Source: an optimization exercise on an open RTL-to-GDS flow (aim: small area, a short achievable clock period and few clock cycles per item). Production flows keep margins and buffers that such runs may drop.
Only simulation tests tie the RTL to the original design; equivalence was not proved.

==> design.v <==
module hedgerow_bq2 (
    input  wire               clk,
    input  wire               rst,
    input  wire               in_valid,
    output wire               in_ready,
    input  wire signed [23:0] x_m,
    input  wire signed [7:0]  x_e,
    input  wire [1:0]         bq_en,
    input  wire signed [23:0] bq1_b0,
    input  wire signed [23:0] bq1_b1,
    input  wire signed [23:0] bq1_b2,
    input  wire signed [23:0] bq1_a1,
    input  wire signed [23:0] bq1_a2,
    input  wire signed [7:0]  bq1_exp,
    input  wire signed [23:0] bq2_b0,
    input  wire signed [23:0] bq2_b1,
    input  wire signed [23:0] bq2_b2,
    input  wire signed [23:0] bq2_a1,
    input  wire signed [23:0] bq2_a2,
    input  wire signed [7:0]  bq2_exp,
    output reg                out_valid,
    output reg  signed [23:0] y_m,
    output reg  signed [7:0]  y_e,
    output reg                ovf
);
    integer i;
    reg  [13:1] tA;         
    reg  [13:1] t2;         
    reg         tN1;        
    reg         m_both;     
    reg         m_one;      
    reg         m_f;        
    reg  [3:0]  gap;        
    wire [3:0] per = m_both ? 4'd10 : (m_one ? 4'd8 : 4'd1);
    assign in_ready = (gap >= per);
    wire take  = in_valid & in_ready & ~rst;
    wire en_any = bq_en[0] | bq_en[1];
    reg signed [23:0] s1 [0:1];
    reg signed [23:0] s2 [0:1];
    reg signed [7:0]  es [0:1];
    reg [4:0]         low [0:1];
    reg [1:0]         used;
    reg [4:0]         rk;           
    reg signed [23:0] X_m;          
    reg signed [8:0]  ebA, ebB;     
    reg signed [23:0] Y_m;          
    reg signed [7:0]  Y_e;
    reg signed [23:0] MA;           
    reg signed [47:0] PR, PXa, PXb;
    reg               ovf_acc;
    wire sB0_1 = take & bq_en[0];
    wire sB0_2 = (take & ~bq_en[0]) | t2[5];
    wire sB1_1 = tA[1] & ~m_f;
    wire sB1_2 = (tA[1] & m_f) | t2[6];
    wire sB2_1 = tA[2] & ~m_f;
    wire sB2_2 = (tA[2] & m_f) | t2[7];
    wire sA1_1 = tA[3] & ~m_f;
    wire sA1_2 = (tA[3] & m_f) | t2[8];
    wire sA2_1 = tA[4] & ~m_f;
    wire sA2_2 = (tA[4] & m_f) | t2[9];
    wire [23:0] ma_next =
          ({24{sB0_1}} & bq1_b0) | ({24{sB0_2}} & bq2_b0)
        | ({24{sB1_1}} & bq1_b1) | ({24{sB1_2}} & bq2_b1)
        | ({24{sB2_1}} & bq1_b2) | ({24{sB2_2}} & bq2_b2)
        | ({24{sA1_1}} & bq1_a1) | ({24{sA1_2}} & bq2_a1)
        | ({24{sA2_1}} & bq1_a2) | ({24{sA2_2}} & bq2_a2);
    wire use_y = tA[4] | tA[5] | t2[9] | t2[10];
    wire signed [23:0] MB = use_y ? -Y_m : X_m;
    wire signed [47:0] prod = MA * MB;
    wire pY  = tA[1] | t2[6];
    wire p1  = tA[4] | t2[9];
    wire p2  = tA[5] | t2[10];
    wire pSec = t2[6] | t2[9] | t2[10];
    wire pF  = pSec | m_f;
    wire signed [8:0] eb_p = pSec ? ebB : ebA;
    wire signed [7:0] es_p = es[pF];
    wire signed [8:0] ea   = {Y_e[7], Y_e} + 9'sd1;
    wire signed [8:0] eA   = pY ? eb_p : ea;
    wire signed [8:0] eS   = {es_p[7], es_p};
    wire              qB   = ~pY;           
    wire              qS   = ~p2;           
    wire signed [8:0] m1   = (qB && eb_p > eA) ? eb_p : eA;
    wire signed [8:0] emx  = (qS && eS > m1) ? eS : m1;
    wire signed [9:0] dA_w = emx - eA;
    wire signed [9:0] dB_w = emx - eb_p;
    wire signed [9:0] dS_w = emx - eS;
    reg [5:0]         dA, dB, dS;
    reg               enB, enS;
    reg signed [9:0]  Rp;               
    reg signed [23:0] SR;               
    wire signed [62:0] inA = {{1{PR[47]}}, PR, 14'd0};
    wire signed [62:0] inB = {{1{PXb[47]}}, PXb, 14'd0};
    wire signed [62:0] inS = {{2{SR[23]}}, SR, 37'd0};
    wire signed [62:0] tmA = inA >>> dA;
    wire signed [62:0] tmB = enB ? (inB >>> dB) : 63'sd0;
    wire signed [62:0] tmS = enS ? (inS >>> dS) : 63'sd0;
    reg signed [62:0] acc;
    reg signed [9:0]  Ra;
    wire nY   = tA[3] | t2[8];
    wire n1   = tA[6] | t2[11];
    wire n2   = tA[7] | t2[12];
    wire nSec = t2[8] | t2[11] | t2[12];
    wire nF   = nSec | m_f;
    wire nput = n1 | n2;
    wire signed [7:0] es_n = es[nF];
    wire        n_sg = acc[62];
    wire [63:0] n_mg = {2'b00, acc[61:0] ^ {62{n_sg}}};
    wire        n_nz = |acc;
    wire [31:0] hz1; wire [31:0] hp1;
    wire [15:0] hz2; wire [31:0] hp2;
    wire [7:0]  hz3; wire [23:0] hp3;
    wire [3:0]  hz4; wire [15:0] hp4;
    wire [1:0]  hz5; wire [9:0]  hp5;
    wire        hz6; wire [5:0]  hp6;
    wire [63:0] n_tv = {1'b1, acc};
    wire [31:0] lz1; wire [31:0] lp1;
    wire [15:0] lz2; wire [31:0] lp2;
    wire [7:0]  lz3; wire [23:0] lp3;
    wire [3:0]  lz4; wire [15:0] lp4;
    wire [1:0]  lz5; wire [9:0]  lp5;
    wire [5:0]  lp6;
    genvar g;
    generate
        for (g = 0; g < 32; g = g + 1) begin : lv1
            assign hz1[g] = ~(n_mg[2*g+1] | n_mg[2*g]);
            assign hp1[g] = n_mg[2*g+1];
            assign lz1[g] = ~(n_tv[2*g+1] | n_tv[2*g]);
            assign lp1[g] = ~n_tv[2*g];
        end
        for (g = 0; g < 16; g = g + 1) begin : lv2
            assign hz2[g] = hz1[2*g+1] & hz1[2*g];
            assign hp2[2*g+1:2*g] = hz1[2*g+1] ? {1'b0, hp1[2*g]} : {1'b1, hp1[2*g+1]};
            assign lz2[g] = lz1[2*g+1] & lz1[2*g];
            assign lp2[2*g+1:2*g] = lz1[2*g] ? {1'b1, lp1[2*g+1]} : {1'b0, lp1[2*g]};
        end
        for (g = 0; g < 8; g = g + 1) begin : lv3
            assign hz3[g] = hz2[2*g+1] & hz2[2*g];
            assign hp3[3*g+2:3*g] = hz2[2*g+1] ? {1'b0, hp2[4*g+1:4*g]} : {1'b1, hp2[4*g+3:4*g+2]};
            assign lz3[g] = lz2[2*g+1] & lz2[2*g];
            assign lp3[3*g+2:3*g] = lz2[2*g] ? {1'b1, lp2[4*g+3:4*g+2]} : {1'b0, lp2[4*g+1:4*g]};
        end
        for (g = 0; g < 4; g = g + 1) begin : lv4
            assign hz4[g] = hz3[2*g+1] & hz3[2*g];
            assign hp4[4*g+3:4*g] = hz3[2*g+1] ? {1'b0, hp3[6*g+2:6*g]} : {1'b1, hp3[6*g+5:6*g+3]};
            assign lz4[g] = lz3[2*g+1] & lz3[2*g];
            assign lp4[4*g+3:4*g] = lz3[2*g] ? {1'b1, lp3[6*g+5:6*g+3]} : {1'b0, lp3[6*g+2:6*g]};
        end
        for (g = 0; g < 2; g = g + 1) begin : lv5
            assign hz5[g] = hz4[2*g+1] & hz4[2*g];
            assign hp5[5*g+4:5*g] = hz4[2*g+1] ? {1'b0, hp4[8*g+3:8*g]} : {1'b1, hp4[8*g+7:8*g+4]};
            assign lz5[g] = lz4[2*g+1] & lz4[2*g];
            assign lp5[5*g+4:5*g] = lz4[2*g] ? {1'b1, lp4[8*g+7:8*g+4]} : {1'b0, lp4[8*g+3:8*g]};
        end
    endgenerate
    assign hz6 = hz5[1] & hz5[0];
    assign hp6 = hz5[1] ? {1'b0, hp5[4:0]} : {1'b1, hp5[9:5]};
    assign lp6 = lz5[0] ? {1'b1, lp5[9:5]} : {1'b0, lp5[4:0]};
    wire [6:0] n_L  = hz6 ? 7'd0 : ({1'b0, hp6} + 7'd1);
    wire [6:0] n_tz = {1'b0, lp6};      
    wire signed [10:0] n_R    = {Ra[9], Ra};
    wire signed [10:0] n_emin = nput ? {{3{es_n[7]}}, es_n} : -11'sd64;
    wire signed [10:0] n_emax = nput ? 11'sd40 : 11'sd63;
    wire signed [10:0] n_pmin = n_emin - n_R + 11'sd63;
    wire signed [10:0] n_pmax = n_emax - n_R + 11'sd63;
    wire signed [10:0] n_p0   = {4'd0, n_L} + 11'sd1;
    wire               n_up   = (n_p0 >= n_pmin);
    wire signed [10:0] n_pp   = n_up ? n_p0 : n_pmin;
    wire               n_over = n_nz && (n_pp > n_pmax);
    wire signed [10:0] n_p    = n_over ? n_pmax : n_pp;
    wire signed [10:0] n_e0   = {4'd0, n_L} + n_R - 11'sd62;
    wire signed [10:0] n_E1   = n_over ? n_emax : (n_up ? n_e0 : n_emin);
    wire [6:0]  n_pc = (n_p < 11'sd0) ? 7'd0 : ((n_p > 11'sd87) ? 7'd87 : n_p[6:0]);
    wire signed [86:0] n_ext = {acc, 24'd0};
    wire signed [86:0] n_w   = n_ext >>> n_pc;
    wire [23:0] n_q   = n_w[24:1];
    wire        n_g   = n_w[0];
    wire        n_st  = ({1'b0, n_tz} + 8'd25) <= {1'b0, n_pc};
    wire        n_inc = n_g & (n_st | n_q[0]);
    wire signed [24:0] n_r = {n_q[23], n_q} + {24'd0, n_inc};
    wire        n_pf  = ~n_over && ((n_r == 25'sh0400000) || (n_r == -25'sh0400000));
    wire signed [10:0] n_Ls = {4'd0, n_L};
    wire        n_sat = n_over && (n_Ls > n_p);
    wire        n_top = (n_E1 == n_emax);           
    wire signed [7:0] n_E1p = n_E1[7:0] + 8'sd1;
    wire signed [23:0] yv_m = ~n_nz ? 24'sd0 :
                              (n_over | (n_pf & n_top)) ? (n_sg ? -24'sd4194303 : 24'sd4194303) :
                              n_pf ? (n_sg ? -24'sd2097152 : 24'sd2097152) :
                              n_r[23:0];
    wire signed [7:0]  yv_e = ~n_nz ? -8'sd64 :
                              n_over ? 8'sd63 :
                              (n_pf & ~n_top) ? n_E1p : n_E1[7:0];
    wire               yv_o = n_nz & (n_over | (n_pf & n_top));
    wire signed [23:0] pu_m = n_over ? (n_sat ? (n_sg ? -24'sd8388608 : 24'sd8388607) :
                                        (n_r > 25'sd8388607) ? 24'sd8388607 : n_r[23:0]) :
                              (n_pf & ~n_top) ? (n_sg ? -24'sd2097152 : 24'sd2097152) :
                              n_r[23:0];
    wire signed [7:0]  pu_e = n_over ? 8'sd40 : (n_pf & ~n_top) ? n_E1p : n_E1[7:0];
    wire               pu_o = n_over | (n_pf & n_top);
    wire signed [8:0]  pu_rs = {pu_e[7], pu_e} - {es_n[7], es_n};
    wire [4:0]  pu_rk = (pu_rs <= 9'sd0) ? 5'd0 : (pu_rs > 9'sd24) ? 5'd24 : pu_rs[4:0];
    wire n_ovf = nput ? pu_o : yv_o;
    wire lA  = tA[8];                        
    wire lo1 = (lA & (~m_f | m_one)) | tN1;
    wire lo2 = (lA & (m_f | m_one)) | t2[13] | tN1;
    wire rr1 = lA & ~m_f;                    
    wire rr2 = (lA & m_f) | t2[13];
    wire signed [23:0] rr_in = rr2 ? s1[1] : s1[0];
    wire signed [23:0] rr_q  = rr_in >>> rk;
    wire [4:0]         rr_k1 = rk - 5'd1;
    wire [23:0]        rr_mk = (24'd1 << rr_k1) - 24'd1;
    wire               rr_h  = rr_in[rr_k1];
    wire               rr_s  = |(rr_in & rr_mk);
    wire signed [23:0] rr_o  = (rk == 5'd0) ? rr_in : rr_q + {23'd0, rr_h & (rr_s | rr_q[0])};
    wire signed [23:0] lw_s1_0 = rr1 ? rr_o : s1[0];
    wire signed [23:0] lw_s1_1 = rr2 ? rr_o : s1[1];
    function automatic quiet;
        input signed [23:0] m;
        quiet = (m < 24'sd1048576) && (m > -24'sd1048576);
    endfunction
    wire q0 = quiet(lw_s1_0) && quiet(s2[0]);
    wire q1 = quiet(lw_s1_1) && quiet(s2[1]);
    always @(posedge clk) begin
        MA  <= ma_next;
        PR  <= prod;
        PXa <= PR;
        PXb <= PXa;
        dA  <= (dA_w > 10'sd63) ? 6'd63 : dA_w[5:0];
        dB  <= (dB_w > 10'sd63) ? 6'd63 : dB_w[5:0];
        dS  <= (dS_w > 10'sd63) ? 6'd63 : dS_w[5:0];
        enB <= qB;
        enS <= qS;
        Rp  <= {emx[8], emx} + 10'sd3;
        SR  <= pY ? s1[pF] : s2[pF];
        acc <= tmA + tmB + tmS;
        Ra  <= Rp;
        if (take) begin
            X_m <= x_m;
            ebA <= {bq_en[0] ? bq1_exp[7] : bq2_exp[7], bq_en[0] ? bq1_exp : bq2_exp}
                 + ((x_m == 24'sd0) ? -9'sd64 : {x_e[7], x_e});
        end else if (t2[5]) begin
            X_m <= Y_m;
            ebB <= {bq2_exp[7], bq2_exp} + ((Y_m == 24'sd0) ? -9'sd64 : {Y_e[7], Y_e});
        end
        if (nY) begin
            Y_m <= yv_m;
            Y_e <= yv_e;
        end
        if (rst) begin
            tA        <= 13'd0;
            t2        <= 13'd0;
            tN1       <= 1'b0;
            m_both    <= 1'b0;
            m_one     <= 1'b0;
            m_f       <= 1'b0;
            gap       <= 4'd15;
            out_valid <= 1'b0;
            y_m       <= 24'sd0;
            y_e       <= 8'sd0;
            ovf       <= 1'b0;
            ovf_acc   <= 1'b0;
            used      <= 2'b00;
            rk        <= 5'd0;
            for (i = 0; i < 2; i = i + 1) begin
                s1[i]  <= 24'sd0;
                s2[i]  <= 24'sd0;
                es[i]  <= -8'sd40;
                low[i] <= 5'd0;
            end
        end else begin
            tA  <= {tA[12:1], take & en_any};
            t2  <= {t2[12:1], take & (&bq_en)};
            tN1 <= take & ~en_any;
            if (take) begin
                m_both <= &bq_en;
                m_one  <= ^bq_en;
                m_f    <= ~bq_en[0];
                gap    <= 4'd1;
            end else if (gap != 4'd15) begin
                gap    <= gap + 4'd1;
            end
            out_valid <= 1'b0;
            if (take & ~en_any) begin
                y_m       <= x_m;
                y_e       <= x_e;
                ovf       <= 1'b0;
                out_valid <= 1'b1;
            end else if ((tA[7] & m_one) | t2[12]) begin
                y_m       <= Y_m;
                y_e       <= Y_e;
                ovf       <= ovf_acc | pu_o;
                out_valid <= 1'b1;
            end
            if (tA[3])
                ovf_acc <= yv_o;
            else if (nY | nput)
                ovf_acc <= ovf_acc | n_ovf;
            if (n1) begin
                s1[nF] <= pu_m;
                es[nF] <= pu_e;
            end
            if (n2) begin
                s2[nF]   <= pu_m;
                es[nF]   <= pu_e;
                used[nF] <= 1'b1;
                rk       <= pu_rk;
            end
            if (lo1) begin
                s1[0] <= lw_s1_0;
                if (used[0]) begin
                    if (q0) begin
                        if (low[0] >= 5'd15 && es[0] > -8'sd40) begin
                            es[0]  <= es[0] - 8'sd1;
                            s1[0]  <= lw_s1_0 <<< 1;
                            s2[0]  <= s2[0] <<< 1;
                            low[0] <= 5'd0;
                        end else if (low[0] < 5'd16) begin
                            low[0] <= low[0] + 5'd1;
                        end
                    end else begin
                        low[0] <= 5'd0;
                    end
                end
            end
            if (lo2) begin
                s1[1] <= lw_s1_1;
                if (used[1]) begin
                    if (q1) begin
                        if (low[1] >= 5'd15 && es[1] > -8'sd40) begin
                            es[1]  <= es[1] - 8'sd1;
                            s1[1]  <= lw_s1_1 <<< 1;
                            s2[1]  <= s2[1] <<< 1;
                            low[1] <= 5'd0;
                        end else if (low[1] < 5'd16) begin
                            low[1] <= low[1] + 5'd1;
                        end
                    end else begin
                        low[1] <= 5'd0;
                    end
                end
            end
        end
    end
endmodule
==> run.sh <==
#!/bin/bash
# synth_recipe.tcl (not shown) runs the flow's synth.tcl, then flattens the netlist and writes it again
# the make line also repeats each setting of config.mk as NAME=value (left out here)
make -C /OpenROAD-flow-scripts/flow DESIGN_CONFIG=/design/flow/config.mk WORK_HOME=/design/flow/orfs CLKGATE_MAP_FILE= SYNTH_SCRIPT=/design/flow/synth_recipe.tcl finish
==> config.mk <==
export PLATFORM = sky130hd
export DESIGN_NAME = hedgerow_bq2
export DESIGN_NICKNAME = hedgerow_bq2
export VERILOG_FILES = /design/flow/design.v
export SDC_FILE = /design/flow/constraint.sdc
export NUM_CORES = 4
export LEC_CHECK = 0
export CAP_MARGIN = 20
export CORE_MARGIN = 2
export CORE_UTILIZATION = 40
export PLACE_DENSITY = 0.6
export SLEW_MARGIN = 20
==> constraint.sdc <==
create_clock -name core_clock -period 25.0 [get_ports {clk}]
set_input_delay 5.0000 -clock core_clock [delete_from_list [all_inputs] [get_ports {clk}]]
set_output_delay 5.0000 -clock core_clock [all_outputs]
set_load 0.01 [all_outputs]
==> notes.md <==
[synth_stat cells (all sizes together) (29+ instances only)]
| cell type | count | area share, % |
|---|---|---|
| a211oi | 122 | 1.3 |
| nand4 | 42 | 0.35 |
| xor2 | 78 | 0.92 |
| mux2i | 447 | 6.0 |
| a21oi | 428 | 2.9 |
| and2 | 264 | 2.2 |
| o21ai | 600 | 4.1 |
| nor2 | 558 | 2.9 |
| nand2b | 104 | 0.88 |
| fa | 679 | 18 |
| and3 | 44 | 0.37 |
| inv | 921 | 4.7 |
| a221o | 29 | 0.39 |
| o31ai | 38 | 0.39 |
| or3 | 51 | 0.43 |
| mux2 | 174 | 2.6 |
| dfxtp | 377 | 10 |
| mux4 | 92 | 2.8 |
| edfxtp | 185 | 7.5 |
| a31oi | 83 | 0.71 |
| ha | 366 | 6.2 |
| nor3 | 130 | 0.91 |
| o22ai | 56 | 0.48 |
| nand3 | 227 | 1.5 |
| a32oi | 31 | 0.38 |
| nand2 | 988 | 5.0 |
| o21bai | 41 | 0.42 |
| a22oi | 99 | 1.0 |
| a22o | 84 | 0.99 |
| o21a | 43 | 0.44 |
| a221oi | 50 | 0.59 |
| clkbuf | 437 | 2.2 |
| buf | 117 | 0.83 |
| or2 | 40 | 0.34 |
| nor4 | 64 | 0.59 |
| nor2b | 133 | 1.1 |
| a21o | 66 | 0.67 |
| o211ai | 57 | 0.58 |
| o221ai | 29 | 0.34 |
| xnor2 | 187 | 2.2 |
[registers in the layout (all words and copies together) (netlist names), 6 cells and up]
register / flops
acc: 63
PR: 48
PXa: 48
PXb: 48
s1: 48
s2: 48
MA: 24
SR: 24
X_m: 24
Y_m: 24
y_m: 24
es: 16
t2: 13
Ra: 10
Rp: 10
low: 10
ebA: 9
ebB: 9
Y_e: 8
tA: 8
y_e: 8
dA: 6
dB: 6
dS: 6
[through the flow]
step	worst slack [ps]	hold WS, ps
after global routing	6040	308
final	7040	300
after floorplan	11470	310
after global placement	7430	311
after CTS	7290	290
after detailed placement	7420	312
[area by class of cell]
| cell class | instances | area share, % |
|---|---|---|
| multi-input cells | 6774 | 67.4 |
| flip-flops and latches | 562 | 15.9 |
| repair buffers | 490 | 5.48 |
| inverters | 925 | 4.23 |
| well taps | 2464 | 3.75 |
| clock buffers | 87 | 2.36 |
| clock inverters | 43 | 0.782 |
| diodes | 8 | 0.0243 |
[worst min-delay path by stage]
stage / from / endpoint / cells after the start
floorplan: PXa[0] / PXb[0] / 0
global route: PXa[4] / PXb[4] / 0
CTS: PXa[4] / PXb[4] / 0
global placement: PXa[1] / PXb[1] / 0
detailed placement: PXa[22] / PXb[22] / 0
finish: PXa[4] / PXb[4] / 0
[metal layers]
| metal | vias up | part of all wire, % | GRT usage [%] |
|---|---|---|---|
| met2 | 3635 | 44 | 51.6 |
| met1 | 34200 | 41 | 43.8 |
| met5 | - | 0.033 | 0 |
| li1 | 30600 | - | - |
| met3 | 685 | 8.5 | 5.62 |
| met4 | 14 | 6.1 | 17.8 |
[logic make-up (layout without fill, tap and decap cells)]
family                   Yosys count  count (layout)  synth area share, %
AO/OA/AOI/OAI                   2053            2053                 18.1
XOR/XNOR                         265             265                 3.14
adder cells (fa/ha/maj)         1045            1045                 24.5
buffers and inverters           1479            1545                 7.75
flip-flops                       562             562                 17.7
multiplexers                     713             713                 11.5
other                              1              10              0.00506
AND/OR/NAND/NOR                 2696            2696                 17.3
==> metrics.md <==
| Metric | Value |
|---|---|
| Pre-antenna DRT Iters | 10 |
| Ys async rst share | 0% |
| Mapped cell area | between 70,000 and 80,000 sq um |
| Clock transition at path regs | roughly 70 ps |
| Cts bufs inserted | 70 |
| Syn Inst Count | ~9,000 |
| TritonCTS clock tree | done |
| Relative slew slack | 16.8% |
| Placer Congestion | between 1 and 1.5 |
| Number of I/O port buffers | 327 |
| DR iter-0 viols | 7,756 |
| Vias in the first global route | 67,800 |
| Die width | 434 microns |
| Setup Buffers After CTS | 0 |
| Number of flops mapped to enable cells by yosys | 185 |
| # IOs | 328 |
| CP Data Required Time | 25,650 ps |
| CP startpoint | acc[62] |
| Initial Utilization | 40.4% |
| Ys flop type | dfxtp_1 |
| Slowest cell on crit path | or4_1 |
| DP Area | 79,600 sq um |
| CTS Hold Bufs | 0 |
| Core Util, Final | 44.8% |
| Synth Register Bits | 562 |
| Largest net degree at the start of global routing | 76 |
| CTS sink cnt | 562 |
| Worst min path class | reg2reg |
| Fill cell count | 18,100 |
| Slew Viols, Final | 0 |
| MaxCap Viol Count | 0 |
| Worst reg2reg startpoint | acc[62] |
| Drt total wl | 318 mm |
| Min Tclk post-route | 17,960 ps |
| Post_cts resized | 0 |
| Setup TNS | 0 ps |
| Root Buffer | clkbuf_16 |
| H-tree levels | 3 |
| Tot GR Track Use | 33.1% |
| Layout Cells excl Fill | 11,400 |
| Worst EP arrival | 18,610 ps |
| Final Hold Fails | 0 |
| Most frequent cells in the layout | nand2_1 (982), inv_1 (907), fa_1 (679), o21ai_0 (551), nor2_1 (548) |
| Core ar. | around 180,000 sq um |
| Total grt overflow | 0 |
| Status | timing/DRC/antenna clean |
| Vias per inst | just over 6 |
| Final instance area | 82,200 sq um |
| Nets | 10,200 |
| CP max FO | 71 |
| Clock Skew | between 60 and 70 ps |
| Vias | 69,200 |
| WP buf/inv | 7 |
| R2r worst-path depth | 66 |
| Die Ht | 434 microns |
| Drt wl/cell | about 28 microns |
| Initial antenna violation count | 14 |
| Yosys warnings | 2 |
| Clk latency of the worst-skew pair | about 750 ps |
| Sequential cell area | 13,100 sq um |
| P&R area growth vs syn | 11.0% |
| RSZ-0062 raised after global routing | false |
| Worst path max stage delay | roughly 760 ps |
| Netlist cell types | 115 |
| Final period util | 71.8% |
| Antenna Violating Nets Remaining | 0 |
| Crit. path cell count | 66 |
| Multi-input gate area | ~55,000 sq um |
| Syn Area/Cell | 8.40 sq um |
| CP Class | reg2reg |
| Kind of cell adding the most delay to the critical path | simple AND/OR/NAND/NOR gates |
| Final setup fails | 0 |
| DIE AREA | 189,000 sq um |
| Bufs on Longest Clock Path | 3 |
| Worst-Margin Slew | around 1200 ps |
| Max Freq | 0.0557 GHz |
| Sequential area share after synthesis | 17.7% |
| Element type at the critical path end | flop |
| Row cnt | 157 |
| Reg-to-Reg End | rk[2] |
| Layout cell share with drive strength beyond 1 | 8.03% |
| Worst setup SP type | flop |
| Placed cell count | 11,200 |
| R2R Setup Slk | 7040 ps |
| Worst Setup EP | rk[2] |
| DP HPWL | ~250 mm |
| Commonest non-fill, non-tap cell in the layout | nand2_1 |
| Drt drc | 0 |
| First-pass GRT wire length | ~460 mm |
Testbench counts, summed over its fixed seeds: cycles 91,437, items 9,600.

==> afterwards: timing with drivers on the ports <==
The flow's constraints put no driver on any port. The routed layout listed below was extracted and timed again, unchanged, in two steps.
Step 1 assumes that a clkbuf_16 drives the clock port and a buf_2 every other input.
Step 2, shift: input delay + t, output delay - t, t = (earliest + latest rising clock arrival at the registers) / 2. This alone moves slack from input paths to output paths.
Slacks: ideal ports / drivers / drivers and shift; pairs: ideal ports / drivers.
shift t [ns]: 0.793
setup slack, ns: 7.038 / 7.038 / 7.038
hold slack, ns: 0.300 / 0.300 / 0.300
After both steps setup and hold are still met in this run. For this run, drivers alone change the setup slack by 0.000 ns; drivers and shift together by 0.000 ns.
